From an optimization exercise on the open Yosys and OpenROAD flow, aimed at small area, a short achievable clock period and few clock cycles per item; shortcuts taken in it are not production practice. Where RTL was checked, it was by simulation tests only, not by an equivalence proof against the original.

==> flow/design.v (excerpt) <==
module cph_aes (
    input  wire         clk,
    input  wire         rst,          
    input  wire         in_valid,
    output wire         in_ready,
    input  wire [255:0] in_key,       
    input  wire [127:0] in_block,     
    output reg          out_valid,
    output wire [127:0] out_block     
);
    reg          s_busy;
    reg  [3:0]   s_round;             
    reg  [127:0] st;                  
    reg  [127:0] qa;                  
    reg  [127:0] qb;                  
    reg          p_busy;
    reg  [3:0]   p_round;             
    reg  [287:0] pm;                  
    reg  [127:0] ra, rb;              
    reg  [71:0] rm;                  
    reg          rdy, ld_n;
    reg  [127:0] res;                 
    wire load = !ld_n;
    assign in_ready  = rdy;
    assign out_block = res;
    genvar g;
    wire [287:0] pm_d;
    wire [71:0] rm_d;
    generate
        for (g = 0; g < 16; g = g + 1) begin : g_sbh
            aes_sbox_hi u_sb (.a(st[127 - 8*g -: 8]), .m(pm_d[287 - 18*g -: 18]));
        end
        for (g = 0; g < 4; g = g + 1) begin : g_ksbh
            aes_sbox_hi u_ksb (.a(qb[31 - 8*g -: 8]), .m(rm_d[71 - 18*g -: 18]));
        end
    endgenerate
    wire [127:0] sub;
    generate
        for (g = 0; g < 16; g = g + 1) begin : g_sbl
            aes_sbox_lo u_sb (.m(pm[287 - 18*g -: 18]), .y(sub[127 - 8*g -: 8]));
        end
    endgenerate
    wire [127:0] shf;
    generate
        for (g = 0; g < 16; g = g + 1) begin : g_sr
            assign shf[127 - 8*g -: 8] = sub[127 - 8*((g + 4*(g % 4)) % 16) -: 8];
        end
    endgenerate
    wire p_last = (p_round == 4'd14);
    wire mc_en  = ld_n;
    wire [127:0] mg;           
    generate
        for (g = 0; g < 4; g = g + 1) begin : g_mc
            aes_mixcol u_mc (.c(shf[127 - 32*g -: 32]), .en(mc_en), .g(mg[127 - 32*g -: 32]));
  ...
export LEC_CHECK = 0
export CAP_MARGIN = 20
export CORE_MARGIN = 2
export CORE_UTILIZATION = 45
export GPL_ROUTABILITY_DRIVEN = 0
export PLACE_DENSITY = 0.6
export SETUP_SLACK_MARGIN = 4.7
export SLEW_MARGIN = 20
export SYNTH_HIERARCHICAL = 1
export SYNTH_MINIMUM_KEEP_SIZE = 0
create_clock -name core_clock -period 8.0 [get_ports {clk}]
standard.sh (not shown) runs the stock make flow with config.mk's settings and CLKGATE_MAP_FILE= SYNTH_SCRIPT=/design/flow/synth_recipe.tcl, a recipe that flattens the netlist after the stock synthesis.
==> flow/flow/run.sh <==
#!/bin/bash
# The standard layout, except that the port buffers are plain
# sky130_fd_sc_hd__buf_1 cells rather than the delay cells buffer_ports picks.
set -euo pipefail
bash standard.sh "BUFFER_PORTS_ARGS=-buffer_cell sky130_fd_sc_hd__buf_1" finish > standard_flow.log 2>&1
Testbench counts at the start, summed over its fixed seeds: cycles 45,408, items 3,238.
Next try:
--- a/flow/config.mk
+++ b/flow/config.mk
@@ -11 +11,2 @@
-export GPL_ROUTABILITY_DRIVEN = 0
+export CTS_CLUSTER_DIAMETER = 120
+export CTS_CLUSTER_SIZE = 24
After rerunning: The changed run ran to the end with no violations. Non-clock buffer count went up by 16. Clock skew hardly moves. Setup slack loses 44 ps. Global-route usage went down by 0.20 points. Core utilization went down by 2.1 points. Sequential share of layout area went up by 1.3 points. Die area is unchanged. Hold slack gains 36 ps. Cell count went down by 2.0%.
Next try:
--- a/flow/config.mk
+++ b/flow/config.mk
@@ -10,4 +10,2 @@
-export CORE_UTILIZATION = 45
-export CTS_CLUSTER_DIAMETER = 120
-export CTS_CLUSTER_SIZE = 24
-export PLACE_DENSITY = 0.6
+export CORE_UTILIZATION = 55
+export PLACE_DENSITY = 0.65
=> Via count rises by 1.2%; synthesized area is unchanged; fmax rises by 2.8%; setup slack gets better by 91 ps; final area climbs by about 3%; die area drops by about 18%; wire length falls by 3.9%; global-route usage grows by 4.7 points.
Next try:
--- a/flow/config.mk
+++ b/flow/config.mk
@@ -10,2 +10,2 @@
-export CORE_UTILIZATION = 55
-export PLACE_DENSITY = 0.65
+export CORE_UTILIZATION = 45
+export PLACE_DENSITY = 0.8
=> The new run produced a clean layout. Via count grows by 5.1%. Wire length rose by 6.7%. Sequential share of layout area came out lower by 0.35 points.

* * *

## run A
cph_aes again, from the RTL that the note above started with.
## cph_aes
module cph_aes (
    input  wire         clk,
    input  wire         rst,          
    input  wire         in_valid,
    output wire         in_ready,
    input  wire [255:0] in_key,       
    input  wire [127:0] in_block,     
    output reg          out_valid,
    output wire [127:0] out_block     
);
    reg          s_busy;
    reg  [3:0]   s_round;             
    reg  [127:0] st;                  
    reg  [127:0] qa;                  
    reg  [127:0] qb;                  
    reg          p_busy;
    reg  [3:0]   p_round;             
    reg  [287:0] pm;                  
    reg  [127:0] ra, rb;              
    reg  [71:0] rm;                  
    reg          rdy, ld_n;
    reg  [127:0] res;                 
    wire load = !ld_n;
    assign in_ready  = rdy;
    assign out_block = res;
    genvar g;
    wire [287:0] pm_d;
    wire [71:0] rm_d;
    generate
        for (g = 0; g < 16; g = g + 1) begin : g_sbh
            aes_sbox_hi u_sb (.a(st[127 - 8*g -: 8]), .m(pm_d[287 - 18*g -: 18]));
        end
        for (g = 0; g < 4; g = g + 1) begin : g_ksbh
            aes_sbox_hi u_ksb (.a(qb[31 - 8*g -: 8]), .m(rm_d[71 - 18*g -: 18]));
        end
    endgenerate
    wire [127:0] sub;
    generate
        for (g = 0; g < 16; g = g + 1) begin : g_sbl
            aes_sbox_lo u_sb (.m(pm[287 - 18*g -: 18]), .y(sub[127 - 8*g -: 8]));
        end
    endgenerate
    wire [127:0] shf;
    generate
        for (g = 0; g < 16; g = g + 1) begin : g_sr
            assign shf[127 - 8*g -: 8] = sub[127 - 8*((g + 4*(g % 4)) % 16) -: 8];
        end
    endgenerate
    wire p_last = (p_round == 4'd14);
    wire mc_en  = ld_n;
    wire [127:0] mg;           
    generate
        for (g = 0; g < 4; g = g + 1) begin : g_mc
            aes_mixcol u_mc (.c(shf[127 - 32*g -: 32]), .en(mc_en), .g(mg[127 - 32*g -: 32]));
        end
    endgenerate
    wire [127:0] xr, rk_n, rnd_out;
    generate
        for (g = 0; g < 128; g = g + 1) begin : g_ark
            wire ik, xs_n;
            g_xor2  u_r (.a(shf[g]), .b(rb[g]), .y(xr[g]));
            g_xor2  u_i (.a(in_block[g]), .b(in_key[128 + g]), .y(ik));
            g_mux2i u_s (.a(xr[g]), .b(ik), .s(load), .y(xs_n));
            g_xor2  u_m (.a(xs_n), .b(mg[g]), .y(rnd_out[g]));
  ...
export LEC_CHECK = 0
export CAP_MARGIN = 20
export CORE_MARGIN = 2
export CORE_UTILIZATION = 45
export CTS_CLUSTER_DIAMETER = 150
export CTS_CLUSTER_SIZE = 30
export PLACE_DENSITY = 0.6
export SETUP_SLACK_MARGIN = 4.7
export SLEW_MARGIN = 20
export SYNTH_HIERARCHICAL = 1
export SYNTH_MINIMUM_KEEP_SIZE = 0
create_clock -name core_clock -period 8.0 [get_ports {clk}]
Scripts as last shown in full above: flow/flow/run.sh
Having completed the whole flow, run A delivered a layout that passed the timing, design-rule and antenna checks.
Testbench counts of run A, summed over its fixed seeds: cycles 45,408, items 3,238.
> inputs changed (run A -> run B)
# run A
export LEC_CHECK = 0
export CAP_MARGIN = 20
export CORE_MARGIN = 2
export CORE_UTILIZATION = 45
export CTS_CLUSTER_DIAMETER = 150
export CTS_CLUSTER_SIZE = 30
export PLACE_DENSITY = 0.6
export SETUP_SLACK_MARGIN = 4.7
export SLEW_MARGIN = 20
export SYNTH_HIERARCHICAL = 1
export SYNTH_MINIMUM_KEEP_SIZE = 0
create_clock -name core_clock -period 8.0 [get_ports {clk}]
# run B
export LEC_CHECK = 0
export CAP_MARGIN = 20
export CORE_MARGIN = 2
export CORE_UTILIZATION = 45
export PLACE_DENSITY = 0.6
export SETUP_SLACK_MARGIN = 4.9
export SLEW_MARGIN = 20
export SYNTH_HIERARCHICAL = 1
export SYNTH_MINIMUM_KEEP_SIZE = 0
create_clock -name core_clock -period 8.0 [get_ports {clk}]
[summary]
- Taking run A as the reference, in run B sequential portion of the cell area has decreased; cell area has increased; final core utilization has increased.
Relative to run B, the following input files were edited for run C:
# run B
export LEC_CHECK = 0
export CAP_MARGIN = 20
export CORE_MARGIN = 2
export CORE_UTILIZATION = 45
export PLACE_DENSITY = 0.6
export SETUP_SLACK_MARGIN = 4.9
export SLEW_MARGIN = 20
export SYNTH_HIERARCHICAL = 1
export SYNTH_MINIMUM_KEEP_SIZE = 0
create_clock -name core_clock -period 8.0 [get_ports {clk}]
# run C
export LEC_CHECK = 0
export CAP_MARGIN = 20
export CORE_MARGIN = 2
export CORE_UTILIZATION = 55
export CTS_CLUSTER_DIAMETER = 100
export CTS_CLUSTER_SIZE = 20
export PLACE_DENSITY = 0.65
export SETUP_SLACK_MARGIN = 4.7
export SLEW_MARGIN = 20
export SYNTH_HIERARCHICAL = 1
export SYNTH_MINIMUM_KEEP_SIZE = 0
create_clock -name core_clock -period 8.0 [get_ports {clk}]
==> comparison <==
Run C ends up with a total setup buffers inserted after CTS that is 64% lower than in run B.
Diff run B -> run C | critical path depth | decrease of 1
Final area was lower in the run labelled run C.
In run C relative to run B, register area had gone down slightly.
--- input diff run C..run D ---
# run C
export LEC_CHECK = 0
export CAP_MARGIN = 20
export CORE_MARGIN = 2
export CORE_UTILIZATION = 55
export CTS_CLUSTER_DIAMETER = 100
export CTS_CLUSTER_SIZE = 20
export PLACE_DENSITY = 0.65
export SETUP_SLACK_MARGIN = 4.7
export SLEW_MARGIN = 20
export SYNTH_HIERARCHICAL = 1
export SYNTH_MINIMUM_KEEP_SIZE = 0
create_clock -name core_clock -period 8.0 [get_ports {clk}]
# run D
export LEC_CHECK = 0
export CAP_MARGIN = 20
export CORE_MARGIN = 2
export CORE_UTILIZATION = 45
export CTS_CLUSTER_DIAMETER = 100
export CTS_CLUSTER_SIZE = 20
export PLACE_DENSITY = 0.6
export SETUP_SLACK_MARGIN = 4.8
export SLEW_MARGIN = 20
export SYNTH_HIERARCHICAL = 1
export SYNTH_MINIMUM_KEEP_SIZE = 0
create_clock -name core_clock -period 8.0 [get_ports {clk}]
==> comparison <==
Final instance area ended up about 4% higher on run D than on run C. met5 as the highest metal layer with signal wires was reported by run D, and met4 by run C. Via count: run D > run C. In the flow results for run C and run D, the met1 layer wirelength in the final routing is larger on run D. For run C, the timing endpoint of the critical path was qb[25], unlike run D, where it was st[112]. Going from run C to run D, the peak per-stage delay on the critical path was found to have gone down by 210 ps. Lower count of plain and timing-repair buffers goes to run C over run D.

* * *

cph_aes again, from the RTL that the note above started with.
==> flow/design.v (excerpt) <==
module cph_aes (
    input  wire         clk,
    input  wire         rst,          
    input  wire         in_valid,
    output wire         in_ready,
    input  wire [255:0] in_key,       
    input  wire [127:0] in_block,     
    output reg          out_valid,
    output wire [127:0] out_block     
);
    reg          s_busy;
    reg  [3:0]   s_round;             
    reg  [127:0] st;                  
    reg  [127:0] qa;                  
    reg  [127:0] qb;                  
    reg          p_busy;
    reg  [3:0]   p_round;             
    reg  [287:0] pm;                  
    reg  [127:0] ra, rb;              
    reg  [71:0] rm;                  
    reg          rdy, ld_n;
    reg  [127:0] res;                 
    wire load = !ld_n;
    assign in_ready  = rdy;
    assign out_block = res;
    genvar g;
    wire [287:0] pm_d;
    wire [71:0] rm_d;
    generate
        for (g = 0; g < 16; g = g + 1) begin : g_sbh
  ...
==> flow/config.mk <==
export PLATFORM = sky130hd
export DESIGN_NAME = cph_aes
export DESIGN_NICKNAME = cph_aes
export VERILOG_FILES = /design/flow/design.v
export SDC_FILE = /design/flow/constraint.sdc
export NUM_CORES = 8
export LEC_CHECK = 0
export CAP_MARGIN = 20
export CORE_MARGIN = 2
export CORE_UTILIZATION = 45
export PLACE_DENSITY = 0.6
export SETUP_SLACK_MARGIN = 4.7
export SLEW_MARGIN = 20
export SYNTH_HIERARCHICAL = 1
export SYNTH_MINIMUM_KEEP_SIZE = 0
==> flow/constraint.sdc <==
create_clock -name core_clock -period 8.0 [get_ports {clk}]
set_input_delay 1.6000 -clock core_clock [delete_from_list [all_inputs] [get_ports {clk}]]
set_output_delay 1.6000 -clock core_clock [all_outputs]
set_load 0.01 [all_outputs]
Scripts as last shown in full above: flow/flow/run.sh
The baseline ran to the end with no violations.
Testbench counts at the start, summed over its fixed seeds: cycles 45,408, items 3,238.
Then changed:
Settings changed: SETUP_SLACK_MARGIN 4.7 to 4.5.
What happened: Cell area is lower by 2.9%; count of clock-buffer cells in the layout stays the same; worst hold slack hardly moves; clock skew hardly moves; wire length is lower by 1.1%; synthesized area stays the same.
Then changed:
Settings changed: CTS_CLUSTER_DIAMETER set to 120, CTS_CLUSTER_SIZE set to 24, SETUP_SLACK_MARGIN 4.5 to 4.8.
Setup slack gets better by 0.23 ns.
Clock-buffer cell count came out lower by 105.
Critical path depth does not change.
Global-route usage went up by 0.32 points.
Utilization climbs by 0.98 points.
Non-clock buffer count goes up by 133.

* * *

Another version of the RTL of cph_aes (not shown whole).
Size: about 56000 um^2 of cells after synthesis.
==> flow/config.mk <==
export PLATFORM = sky130hd
export DESIGN_NAME = cph_aes
export DESIGN_NICKNAME = cph_aes
export VERILOG_FILES = /design/flow/design.v
export SDC_FILE = /design/flow/constraint.sdc
export NUM_CORES = 8
export LEC_CHECK = 0
export CAP_MARGIN = 20
export CORE_MARGIN = 2
export CORE_UTILIZATION = 55
export CTS_CLUSTER_DIAMETER = 100
export CTS_CLUSTER_SIZE = 20
export PLACE_DENSITY = 0.65
export SETUP_SLACK_MARGIN = 4.9
export SLEW_MARGIN = 20
export SYNTH_HIERARCHICAL = 1
export SYNTH_MINIMUM_KEEP_SIZE = 0
==> flow/constraint.sdc <==
create_clock -name core_clock -period 8.0 [get_ports {clk}]
set_input_delay 1.6000 -clock core_clock [delete_from_list [all_inputs] [get_ports {clk}]]
set_output_delay 1.6000 -clock core_clock [all_outputs]
set_load 0.01 [all_outputs]
Scripts as last shown in full above: flow/flow/run.sh
The starting point finished clean.
Testbench counts at the start, summed over its fixed seeds: cycles 45,408, items 3,238.
Next try:
==> flow/flow/run.sh (replaced) <==
#!/bin/bash
# The standard layout, except that the port buffers are plain
# sky130_fd_sc_hd__buf_1 cells rather than the delay cells buffer_ports picks,
# and that timing repair aims for 5.2 ns of setup slack at the 8 ns clock.
set -euo pipefail
bash standard.sh "BUFFER_PORTS_ARGS=-buffer_cell sky130_fd_sc_hd__buf_1" "SETUP_SLACK_MARGIN=5.2" finish > standard_flow.log 2>&1
- SETUP_SLACK_MARGIN: 4.9 -> 5.0
After rerunning: Non-clock buffer count rose by 507; synthesized cell count is unchanged; core utilization rose by 9.7 points; final cell count rose by 6.7%; area after synthesis does not change; critical path depth rose by 2; clock skew fell by 0.0087 ns.

* * *

JK:
cph_aes, a different RTL version from the one above (not shown whole).
For scale: ~5,500 cells after synthesis.
==> flow/design.v (excerpt) <==
module cph_aes (
    input  wire         clk,
    input  wire         rst,          
    input  wire         in_valid,
    output wire         in_ready,
    input  wire [255:0] in_key,       
    input  wire [127:0] in_block,     
    output reg          out_valid,
    output wire [127:0] out_block     
);
Settings: LEC_CHECK=0, CAP_MARGIN=20, CORE_MARGIN=2, CORE_UTILIZATION=45, PLACE_DENSITY=0.6, SETUP_SLACK_MARGIN=4.5, SLEW_MARGIN=20, SYNTH_HIERARCHICAL=1, SYNTH_MINIMUM_KEEP_SIZE=0; clock period 8.0 ns.
==> flow/flow/run.sh <==
#!/bin/bash
# The standard layout, except that the port buffers are plain
# sky130_fd_sc_hd__buf_4 cells rather than the delay cells buffer_ports picks.
set -euo pipefail
bash standard.sh "BUFFER_PORTS_ARGS=-buffer_cell sky130_fd_sc_hd__buf_4" finish > standard_flow.log 2>&1
JK has completed all stages; timing, DRC and antenna checks passed.
The following lists how MS was set up differently from JK:
==> flow/flow/run.sh <==
#!/bin/bash
# The standard layout, except that the port buffers are plain
# sky130_fd_sc_hd__buf_1 cells rather than the delay cells buffer_ports picks.
set -euo pipefail
bash standard.sh "BUFFER_PORTS_ARGS=-buffer_cell sky130_fd_sc_hd__buf_1" finish > standard_flow.log 2>&1
-- flow/config.mk --
<<< JK, line 10
export CORE_UTILIZATION = 45
export PLACE_DENSITY = 0.6
>>> MS, line 10
export CORE_UTILIZATION = 60
export PLACE_DENSITY = 0.75
[summary]
- Relative to JK, the initial core utilization of MS is higher by 15 points.
- The worst hold margin number comes out lower for JK vs MS.
- As far as number of flip-flops and latches in the synthesized netlist goes, JK and MS are indistinguishable; the numbers are identical.
- Wire length of the first global-routing pass of MS falls short of that of JK by a little under 10%.
- First element of the critical path = st[75]: JK; first element of the critical path = p_busy: MS
- Comparing MS and JK, portion of the layout cell area used by non-clock buffers is lower on MS.
- The storage element area on JK is in line with that on MS.
- Between MS and JK, the layout overhead on the synthesized area is lower for MS.
- Compared with JK, MS shows a core utilization that is 15 points higher.
Here is what was changed in the inputs of AL compared with MS.
-- flow/config.mk --
<<< MS, line 10
export CORE_UTILIZATION = 60
export PLACE_DENSITY = 0.75
export SETUP_SLACK_MARGIN = 4.5
>>> AL, line 10
export CORE_UTILIZATION = 45
export PLACE_DENSITY = 0.6
export SETUP_SLACK_MARGIN = 4.7
==> comparison <==
Sort AL and MS by routed wire length asc -> top: MS
AL: initial antenna violation count 12 above MS
Summary: with MS as the reference, average via count per standard cell in AL moved down by a little under 10%.
The inputs of TR differ from those of AL as listed below.
-- flow/config.mk --
<<< AL, line 12
export SETUP_SLACK_MARGIN = 4.7
>>> TR, line 12
export SETUP_SLACK_MARGIN = 4.5
Results
- The higher first-iteration DRC count came out of TR.
- Higher data required time of the critical path among AL and TR: AL
- AL → TR: setup slack went down, first-pass GRT wire length did not really move.
- | final design utilization | TR vs AL | 2.4 points lower |
Function was not checked in any run of this note: the RTL went through the layout flow alone.

[port drivers added, routing unchanged]
The flow's constraints put no driver on any port. The routed layouts listed below were extracted and timed again, unchanged, in two steps.
Step 1 (the two cells are an assumption about what drives the block):
set clk [get_ports {clk}]
set_driving_cell -lib_cell sky130_fd_sc_hd__clkbuf_16 $clk
set_driving_cell -lib_cell sky130_fd_sc_hd__buf_2 [delete_from_list [all_inputs] $clk]
Step 2, shift: input delay + t, output delay - t, t = (earliest + latest rising clock arrival at the registers) / 2. This alone moves slack from input paths to output paths.
Three values: ideal, step 1, step 2; two values: the first two.
run	shift t [ns]	slack for setup (ns)	hold WS [ns]	slew at the worst register clock pin (ns)
the first run of note 1	0.832	4.677 / 4.677 / 4.677	0.295 / 0.295 / 0.295	0.06 / 0.06
the second run of note 1	0.775	4.633 / 4.633 / 4.633	0.332 / 0.332 / 0.332	0.11 / 0.11
the third run of note 1	0.772	4.724 / 4.724 / 4.724	0.314 / 0.314 / 0.314	0.07 / 0.07
the fourth run of note 1	0.821	4.640 / 4.640 / 4.640	0.304 / 0.304 / 0.304	0.07 / 0.07
run A	0.764	4.702 / 4.702 / 4.702	0.324 / 0.324 / 0.324	0.12 / 0.12
run B	0.829	4.893 / 4.893 / 4.893	0.312 / 0.312 / 0.312	0.07 / 0.07
run C	0.724	4.687 / 4.687 / 4.687	0.320 / 0.320 / 0.320	0.09 / 0.09
run D	0.730	4.653 / 4.653 / 4.653	0.312 / 0.312 / 0.312	0.10 / 0.10
the first run of note 3	0.843	4.707 / 4.707 / 4.707	0.314 / 0.314 / 0.314	0.07 / 0.07
the second run of note 3	0.837	4.541 / 4.541 / 4.541	0.314 / 0.314 / 0.314	0.07 / 0.07
the third run of note 3	0.778	4.770 / 4.770 / 4.770	0.325 / 0.325 / 0.325	0.10 / 0.10
the first run of note 4	0.735	4.792 / 4.792 / 4.792	0.317 / 0.317 / 0.317	0.09 / 0.09
the second run of note 4	0.740	5.014 / 5.014 / 4.829	0.323 / 0.323 / 0.323	0.10 / 0.10
JK	0.817	4.522 / 4.522 / 4.522	0.298 / 0.298 / 0.298	0.07 / 0.07
MS	0.758	4.450 / 4.450 / 4.450	0.318 / 0.318 / 0.318	0.07 / 0.07
AL	0.819	4.714 / 4.706 / 4.714	0.279 / 0.279 / 0.279	0.07 / 0.07
TR	0.816	4.537 / 4.537 / 4.537	0.315 / 0.315 / 0.315	0.07 / 0.07
After both steps every run listed still meets setup and hold. The setup slack of the second run of note 4, which loses most, moves by 0.000 ns with the drivers and by -0.185 ns with both steps.
